What follows belongs to an exercise in optimizing a design on an open flow for small area, a short achievable clock period and few clock cycles per item; a production flow would make more cautious choices.
Where RTL was checked, it was by simulation tests only, not by an equivalence proof against the original.
Power is estimated from default activity; no workload was simulated.

// contone_block_dec
module contone_block_dec (
    input  wire       clk,
    input  wire       rst,           
    input  wire       in_valid,      
    output reg        in_ready,
    input  wire [7:0] in_data,
    input  wire       n_valid,       
    output wire       n_ready,
    input  wire [7:0] n_data,
    input  wire       n_sol,         
    output reg        out_valid,     
    input  wire       out_ready,
    output reg  [7:0] out_data,
    output reg        out_last       
);
For scale: about 98 flip-flops, about 0.0090 mm² of cells after synthesis.
Settings: LEC_CHECK=0, CAP_MARGIN=50, CORE_MARGIN=2, CORE_UTILIZATION=40, SLEW_MARGIN=70; clock period 12.0 ns.
standard.sh (not shown) runs the stock make flow with config.mk's settings and CLKGATE_MAP_FILE= SYNTH_SCRIPT=/design/flow/synth_recipe.tcl, a recipe that flattens the netlist after the stock synthesis.
==> flow/flow/run.sh <==
#!/bin/bash
# Standard layout with two changes after the standard synthesis: the
# slow delay buffers are not used for repair and port buffers, and every
# port gets a plain buffer.
set -euo pipefail
bash standard.sh synth > synth.log 2>&1
export DONT_USE_CELLS="sky130_fd_sc_hd__clkdlybuf4s15_1 sky130_fd_sc_hd__clkdlybuf4s15_2 sky130_fd_sc_hd__clkdlybuf4s18_1 sky130_fd_sc_hd__clkdlybuf4s18_2 sky130_fd_sc_hd__clkdlybuf4s25_1 sky130_fd_sc_hd__clkdlybuf4s25_2 sky130_fd_sc_hd__clkdlybuf4s50_1 sky130_fd_sc_hd__clkdlybuf4s50_2"
export BUFFER_PORTS_ARGS="-buffer_cell sky130_fd_sc_hd__buf_4"
bash standard.sh > layout.log 2>&1
Then changed:
CAP_MARGIN = 20   (was 50)
SLEW_MARGIN = 20   (was 70)
Die area does not change.
Routed wire length goes up slightly.
Worst setup slack gains 0.015 ns.
Clock-buffer cell count is lower by 1.
Power decreases by a few percent.
Global-route usage barely changes.
Synthesized cell count does not change.
Design area shrinks by a few percent.
Sequential share of layout area goes up by 1.0 points.
No run of this note included a check of the RTL's function; only the layout flow was run.

---

run A:
Another version of the RTL of contone_block_dec (not shown whole).
Size in the first run: roughly 1400 cells after synthesis, ~110 flip-flops, about 34 I/O pins.
==> flow/design.v (excerpt) <==
module contone_block_dec (
    input  wire       clk,
    input  wire       rst,           
    input  wire       in_valid,      
    output reg        in_ready,
    input  wire [7:0] in_data,
    input  wire       n_valid,       
    output reg        n_ready,
    input  wire [7:0] n_data,
    input  wire       n_sol,         
    output reg        out_valid,     
    input  wire       out_ready,
    output reg  [7:0] out_data,
    output reg        out_last       
);
    reg  [23:0] bb;                  
    reg  [4:0]  bn;
    wire        in_fire = in_valid & in_ready;
    wire [1:0]  bm  = bn[4:3];
    wire [2:0]  pad = bn[2:0];
    reg  [21:0] bw;                      
    always @(*) begin
        case (bm)
            2'd0:    bw = {bb[6:0], 15'd0};
            2'd1:    bw = {bb[14:0], 7'd0};
            2'd2:    bw = bb[22:1];
            default: bw = {7'd0, bb[23:9]};
        endcase
    end
    wire [21:0] bws = bw >> pad;
    wire [14:0] win = bws[14:0];         
    wire [7:0]  hdr = (bm == 2'd3) ? bb[23:16] : (bm == 2'd2) ? bb[15:8] : bb[7:0];
    reg         active;              
    reg         kzero, kesc;         
    reg  [1:0]  sel_p;
    reg  [2:0]  sel_k;
    reg  [5:0]  cnt;                 
    reg  [1:0]  qa;                  
    reg         tv;
    reg  [7:0]  tz;
    reg  [3:0]  tp;                  
    reg         traw, tlast;
    reg         nv;
    reg  [7:0]  nr;
    reg         nsol;
    reg  [7:0]  nwp;                 
    reg  [8:0]  nd;                  
    reg         ndz;                 
    reg         sv;                  
    reg  [7:0]  sd;
    reg         sl;
    wire        fire = tv & nv & ~sv;
    wire        tadv = ~tv | fire;
    wire        n_fire = n_valid & n_ready;
    wire        ones8 = &win[14:7];
    reg  [7:0]  oh;                  
    reg  [2:0]  q;
    integer     qi;
    always @(*) begin
        oh = 8'd0;
        q  = 3'd0;
        for (qi = 7; qi >= 0; qi = qi - 1)
            if (!win[14-qi]) begin
                oh = 8'd1 << qi;
                q  = qi[2:0];
            end
    end
    reg  [6:0]  tail;                
    integer     ti;
    always @(*) begin
        tail = 7'd0;
        for (ti = 0; ti < 8; ti = ti + 1)
  ...
export LEC_CHECK = 0
export ABC_AREA = 1
export CAP_MARGIN = 20
export CORE_MARGIN = 2
export CORE_UTILIZATION = 40
export SLEW_MARGIN = 20
create_clock -name core_clock -period 12.0 [get_ports {clk}]
==> flow/flow/run.sh <==
#!/bin/bash
# Standard layout with three changes after the standard synthesis: the
# slow delay buffers are not used for repair and port buffers, every port
# gets a plain buffer, and timing repair aims for 7.2 ns of setup slack.
set -euo pipefail
bash standard.sh synth > synth.log 2>&1
export DONT_USE_CELLS="sky130_fd_sc_hd__clkdlybuf4s15_1 sky130_fd_sc_hd__clkdlybuf4s15_2 sky130_fd_sc_hd__clkdlybuf4s18_1 sky130_fd_sc_hd__clkdlybuf4s18_2 sky130_fd_sc_hd__clkdlybuf4s25_1 sky130_fd_sc_hd__clkdlybuf4s25_2 sky130_fd_sc_hd__clkdlybuf4s50_1 sky130_fd_sc_hd__clkdlybuf4s50_2"
export BUFFER_PORTS_ARGS="-buffer_cell sky130_fd_sc_hd__buf_4"
export SETUP_SLACK_MARGIN=7.2
bash standard.sh > layout.log 2>&1
The final layout from run A, which completed every stage, passed the timing, DRC and antenna checks at the end of the flow.
Testbench counts of run A, summed over its fixed seeds: cycles 169,781, blocks 2,560.
diff inputs: run A => run B
--- a/flow/flow/run.sh
+++ b/flow/flow/run.sh
@@ -3,3 +3,3 @@
 # slow delay buffers are not used for repair and port buffers, every port
-# gets a plain buffer, and timing repair aims for 7.2 ns of setup slack.
+# gets a plain buffer, and timing repair aims for 7.9 ns of setup slack.
 set -euo pipefail
@@ -8,3 +8,3 @@
 export BUFFER_PORTS_ARGS="-buffer_cell sky130_fd_sc_hd__buf_4"
-export SETUP_SLACK_MARGIN=7.2
+export SETUP_SLACK_MARGIN=7.9
 bash standard.sh > layout.log 2>&1
Results
Summary: with run A as the reference, wire length in run B moved up by a few percent.
Density: run B denser than run A
out_data[7]$_DFFE_PP_ as the capture point of the critical path was reported by run A, and nd[7]$_DFFE_PP_ by run B.
The part of the power in combinational logic in run B was higher than what run A gave.
For run C, these inputs were changed with respect to run B:
Settings: CORE_UTILIZATION now 55, was 40.
--- a/flow/flow/run.sh
+++ b/flow/flow/run.sh
@@ -3,3 +3,3 @@
 # slow delay buffers are not used for repair and port buffers, every port
-# gets a plain buffer, and timing repair aims for 7.9 ns of setup slack.
+# gets a plain buffer, and timing repair aims for 8.2 ns of setup slack.
 set -euo pipefail
@@ -8,3 +8,3 @@
 export BUFFER_PORTS_ARGS="-buffer_cell sky130_fd_sc_hd__buf_4"
-export SETUP_SLACK_MARGIN=7.9
+export SETUP_SLACK_MARGIN=8.2
 bash standard.sh > layout.log 2>&1
- Run C closes out successfully: all stages finished, all timing, DRC and antenna checks passed.
- Compared with run B, run C shows final critical-path setup slack higher by 0.22 ns.
- Sort run B and run C by area growth from synthesis to final layout desc -> top: run C
- Sort run B and run C by number of cells on the worst reg-to-reg path, ascending, and run B comes first.
- Diff run B -> run C: wire length moved up; final area moved up.
- Start point of the critical path = n_data[0]: run C; start point of the critical path = n_data[2]: run B

---

JK:
contone_block_dec, a different RTL version from the one above (not shown whole).
Size: about 870 cells after synthesis, roughly 34 I/O pins, ~8000 µm² of cells after synthesis.
## contone_block_dec
module contone_block_dec (
    input  wire       clk,
    input  wire       rst,           
    input  wire       in_valid,      
    output reg        in_ready,
    input  wire [7:0] in_data,
    input  wire       n_valid,       
    output reg        n_ready,
    input  wire [7:0] n_data,
    input  wire       n_sol,         
    output reg        out_valid,     
    input  wire       out_ready,
    output reg  [7:0] out_data,
    output reg        out_last       
);
export LEC_CHECK = 0
export CAP_MARGIN = 50
export CORE_MARGIN = 2
export CORE_UTILIZATION = 40
export SLEW_MARGIN = 80
create_clock -name core_clock -period 12.0 [get_ports {clk}]
run.sh (not shown) runs the stock make flow with config.mk's settings and CLKGATE_MAP_FILE= SYNTH_SCRIPT=/design/flow/synth_recipe.tcl, a recipe that flattens the netlist after the stock synthesis.
Stock flow here: none of the scripts above is used.
JK was carried through to the last stage, and its layout satisfied the timing, DRC and antenna checks.
Testbench counts of JK, summed over its fixed seeds: cycles 169,781, blocks 2,560.
> inputs changed (JK -> MS)
- swapping 80 for 20 in SLEW_MARGIN
- swapping 50 for 20 in CAP_MARGIN
- Across MS and JK, none had a timing, DRC or antenna violation.
- Taking JK as the reference point, the fraction of met3 tracks used by global routing of MS rises by 0.44 points.
- Critical path's slowest cell: a21boi_0 -> MS, clkdlybuf4s50_1 -> JK
- Diff JK -> MS: first-pass GRT wire length dropped about 3.3%, count of routing violations after the opening detailed-route iteration moved down, share of power burned in the clock network increased by 1.7 points relative to the old numbers, clock transition at the registers of the reported paths flat.
- Going from JK to MS, routed wire length has decreased, via count decreased by 5.8% relative to the old numbers.
Modified inputs, AL compared to MS
==> flow/flow/run.sh (new file) <==
#!/bin/bash
# Standard layout with three changes after the standard synthesis: the
# slow delay buffers are not used for repair and port buffers, every port
# gets a plain buffer, and timing repair aims for 7.5 ns of setup slack.
set -euo pipefail
bash standard.sh synth > synth.log 2>&1
export DONT_USE_CELLS="sky130_fd_sc_hd__clkdlybuf4s15_1 sky130_fd_sc_hd__clkdlybuf4s15_2 sky130_fd_sc_hd__clkdlybuf4s18_1 sky130_fd_sc_hd__clkdlybuf4s18_2 sky130_fd_sc_hd__clkdlybuf4s25_1 sky130_fd_sc_hd__clkdlybuf4s25_2 sky130_fd_sc_hd__clkdlybuf4s50_1 sky130_fd_sc_hd__clkdlybuf4s50_2"
export BUFFER_PORTS_ARGS="-buffer_cell sky130_fd_sc_hd__buf_4"
export SETUP_SLACK_MARGIN=7.5
bash standard.sh > layout.log 2>&1
==> flow/standard.sh (new file) <==
#!/bin/bash
# synth_recipe.tcl (not shown) runs the flow's synth.tcl, then flattens the netlist and writes it again
# the make line also repeats each setting of config.mk as NAME=value (left out here)
make -C /OpenROAD-flow-scripts/flow DESIGN_CONFIG=/design/flow/config.mk WORK_HOME=/design/flow/orfs CLKGATE_MAP_FILE= SYNTH_SCRIPT=/design/flow/synth_recipe.tcl "${@:-finish}"
removed: flow/run.sh
### Flow results
Per the comparison of AL with MS, internal power consumption increased by about 21% relative to the old numbers; share of the clock period used by the worst path after layout decreased by 4.7 points relative to the old numbers; transition time at the pin with the least slew margin increased by 0.10 ns relative to the old numbers; setup slack increased by 0.56 ns relative to the old numbers.
Compared with MS, AL shows a proportion of power drawn by combinational gates that is 5.6 points higher.
From MS to AL the numbers moved as follows: non-clock inverter total of the final layout shows an increase of 1.3%; switching share of power shrank by 1.4 points.
Input-level comparison between TR and AL:
==> flow/flow/run.sh <==
#!/bin/bash
# Standard layout with two changes after the standard synthesis: the
# slow delay buffers are not used for repair and port buffers, and every
# port gets a plain buffer.
set -euo pipefail
bash standard.sh synth > synth.log 2>&1
export DONT_USE_CELLS="sky130_fd_sc_hd__clkdlybuf4s15_1 sky130_fd_sc_hd__clkdlybuf4s15_2 sky130_fd_sc_hd__clkdlybuf4s18_1 sky130_fd_sc_hd__clkdlybuf4s18_2 sky130_fd_sc_hd__clkdlybuf4s25_1 sky130_fd_sc_hd__clkdlybuf4s25_2 sky130_fd_sc_hd__clkdlybuf4s50_1 sky130_fd_sc_hd__clkdlybuf4s50_2"
export BUFFER_PORTS_ARGS="-buffer_cell sky130_fd_sc_hd__buf_4"
bash standard.sh > layout.log 2>&1
## What came out
The final layouts of TR and AL pass the timing, DRC and antenna checks.
Summary of TR over AL: minimum setup slack in the final design now sits lower; signed area change from the synthesized netlist to the final layout now sits lower; post-synthesis instance total now sits at about the same level.

---

Setup of xenon:
contone_block_dec with an RTL version that a note above also has.
For scale: roughly 110 flip-flops, roughly 0.0096 mm2 of cells after synthesis.
clock: 12.0 ns
lec_check: 0
cap_margin: 20
core_margin: 2
core_utilization: 40
slew_margin: 20
standard.sh (not shown) runs the stock make flow with config.mk's settings and CLKGATE_MAP_FILE= SYNTH_SCRIPT=/design/flow/synth_recipe.tcl, a recipe that flattens the netlist after the stock synthesis.
==> flow/flow/run.sh <==
#!/bin/bash
# Standard layout with three changes after the standard synthesis: the
# slow delay buffers are not used for repair and port buffers, every port
# gets a plain buffer, and timing repair aims for 7.8 ns of setup slack.
set -euo pipefail
bash standard.sh synth > synth.log 2>&1
export DONT_USE_CELLS="sky130_fd_sc_hd__clkdlybuf4s15_1 sky130_fd_sc_hd__clkdlybuf4s15_2 sky130_fd_sc_hd__clkdlybuf4s18_1 sky130_fd_sc_hd__clkdlybuf4s18_2 sky130_fd_sc_hd__clkdlybuf4s25_1 sky130_fd_sc_hd__clkdlybuf4s25_2 sky130_fd_sc_hd__clkdlybuf4s50_1 sky130_fd_sc_hd__clkdlybuf4s50_2"
export BUFFER_PORTS_ARGS="-buffer_cell sky130_fd_sc_hd__buf_4"
export SETUP_SLACK_MARGIN=7.8
bash standard.sh > layout.log 2>&1
xenon completed; timing, DRC and antenna clean
Testbench counts of xenon, summed over its fixed seeds: cycles 169,781, blocks 2,560.
Modified inputs, pepper compared to xenon
- setting ABC_AREA to 1 for the first time
==> flow/flow/run.sh <==
#!/bin/bash
# Standard layout with three changes after the standard synthesis: the
# slow delay buffers are not used for repair and port buffers, every port
# gets a plain buffer, and timing repair aims for 7.5 ns of setup slack.
set -euo pipefail
bash standard.sh synth > synth.log 2>&1
export DONT_USE_CELLS="sky130_fd_sc_hd__clkdlybuf4s15_1 sky130_fd_sc_hd__clkdlybuf4s15_2 sky130_fd_sc_hd__clkdlybuf4s18_1 sky130_fd_sc_hd__clkdlybuf4s18_2 sky130_fd_sc_hd__clkdlybuf4s25_1 sky130_fd_sc_hd__clkdlybuf4s25_2 sky130_fd_sc_hd__clkdlybuf4s50_1 sky130_fd_sc_hd__clkdlybuf4s50_2"
export BUFFER_PORTS_ARGS="-buffer_cell sky130_fd_sc_hd__buf_4"
export SETUP_SLACK_MARGIN=7.5
bash standard.sh > layout.log 2>&1
### Flow results
- Of pepper and xenon, it is pepper that has the higher sequential share of layout area.
- pepper: overall die width is 3.1% higher than what xenon reported.
- Remaining max-slew budget at the tightest pin | pepper below xenon
- pepper ends up with a instance count on the critical path that is 3 lower than in xenon.
- When the final numbers for pepper and xenon were put side by side, the total chip power turned out to be greater in xenon.
- Against xenon, the final cell area of pepper is lower.
Modified inputs, onyx compared to pepper
==> flow/flow/run.sh <==
#!/bin/bash
# Standard layout with three changes after the standard synthesis: the
# slow delay buffers are not used for repair and port buffers, every port
# gets a plain buffer, and timing repair aims for 8.2 ns of setup slack.
set -euo pipefail
bash standard.sh synth > synth.log 2>&1
export DONT_USE_CELLS="sky130_fd_sc_hd__clkdlybuf4s15_1 sky130_fd_sc_hd__clkdlybuf4s15_2 sky130_fd_sc_hd__clkdlybuf4s18_1 sky130_fd_sc_hd__clkdlybuf4s18_2 sky130_fd_sc_hd__clkdlybuf4s25_1 sky130_fd_sc_hd__clkdlybuf4s25_2 sky130_fd_sc_hd__clkdlybuf4s50_1 sky130_fd_sc_hd__clkdlybuf4s50_2"
export BUFFER_PORTS_ARGS="-buffer_cell sky130_fd_sc_hd__buf_4"
export SETUP_SLACK_MARGIN=8.2
bash standard.sh > layout.log 2>&1
Results
- onyx: done, clean on timing, DRC and antenna
- Reported for pepper and onyx, area share of fa/ha/maj cells after synthesis turned out identical to the last digit.
- Final cycle utilization of the critical path (lower): onyx
- Area taken by flip-flops and latches, pepper and onyx: larger value in onyx
- onyx ended up with nd[7]$_DFFE_PP_ as its termination of the worst setup path; pepper ended up with in_ready$_SDFF_PP1_.
The following lists how harbor was set up differently from onyx:
- ABC_AREA no longer set, was 1
==> flow/flow/run.sh <==
#!/bin/bash
# Standard layout with three changes after the standard synthesis: the
# slow delay buffers are not used for repair and port buffers, every port
# gets a plain buffer, and timing repair aims for 8.3 ns of setup slack.
set -euo pipefail
bash standard.sh synth > synth.log 2>&1
export DONT_USE_CELLS="sky130_fd_sc_hd__clkdlybuf4s15_1 sky130_fd_sc_hd__clkdlybuf4s15_2 sky130_fd_sc_hd__clkdlybuf4s18_1 sky130_fd_sc_hd__clkdlybuf4s18_2 sky130_fd_sc_hd__clkdlybuf4s25_1 sky130_fd_sc_hd__clkdlybuf4s25_2 sky130_fd_sc_hd__clkdlybuf4s50_1 sky130_fd_sc_hd__clkdlybuf4s50_2"
export BUFFER_PORTS_ARGS="-buffer_cell sky130_fd_sc_hd__buf_4"
export SETUP_SLACK_MARGIN=8.3
bash standard.sh > layout.log 2>&1
### Flow results
The lower non-clock buffer count came out of onyx. harbor finished all stages; the layout is clean. Compared with onyx, in harbor sequential cell power rose by about 3.4%; total power of the final layout rose about 17%; filler-free cell count of the finished design has decreased; cell area after layout saw an increase. On portion of the layout cell area used by non-clock buffers, the higher figure sits with harbor, not onyx. onyx and harbor ended up with nearly the same wire length of the first global-routing pass. Post-synth design cell area (harbor / onyx): 0.939. The hold slack in harbor was higher than what onyx gave. harbor reports a higher delay of the slowest cell on the worst path than onyx does.

[port drivers added, routing unchanged]
In the flow no input, the clock included, has a driving cell. The finished layouts below were timed again as built, in two steps.
Step 1 assumes that a clkbuf_16 drives the clock port and a buf_2 every other input.
Step 2 also shifts input and output timing later by t, the mid clock arrival at the registers, as if the neighbouring blocks saw the same clock.
Slacks: ideal / step 1 / step 2; pairs: ideal / step 1.
run	t, ns	slack for setup (ns)	worst slew at a driven data input, ns
the first run of note 1	0.401	6.363 / 6.363 / 6.363	0.04
the second run of note 1	0.411	6.378 / 6.378 / 6.378	0.04
run A	0.406	7.631 / 7.631 / 7.350	0.04
run B	0.407	8.096 / 8.122 / 7.715	0.04
run C	0.407	8.319 / 8.342 / 7.935	0.03
JK	0.403	4.134 / 4.134 / 4.134	0.04
MS	0.397	6.040 / 6.040 / 6.040	0.05
AL	0.399	6.600 / 6.600 / 6.600	0.03
TR	0.402	5.938 / 5.938 / 5.938	0.04
xenon	0.405	7.861 / 7.861 / 7.676	0.03
pepper	0.408	7.883 / 7.904 / 7.501	0.04
onyx	0.407	8.290 / 8.317 / 7.910	0.04
harbor	0.407	8.006 / 8.006 / 7.859	0.05
After both steps setup and hold are still met in every run listed. For run C, which loses most, drivers alone change the setup slack by +0.023 ns; drivers and shift together by -0.384 ns.
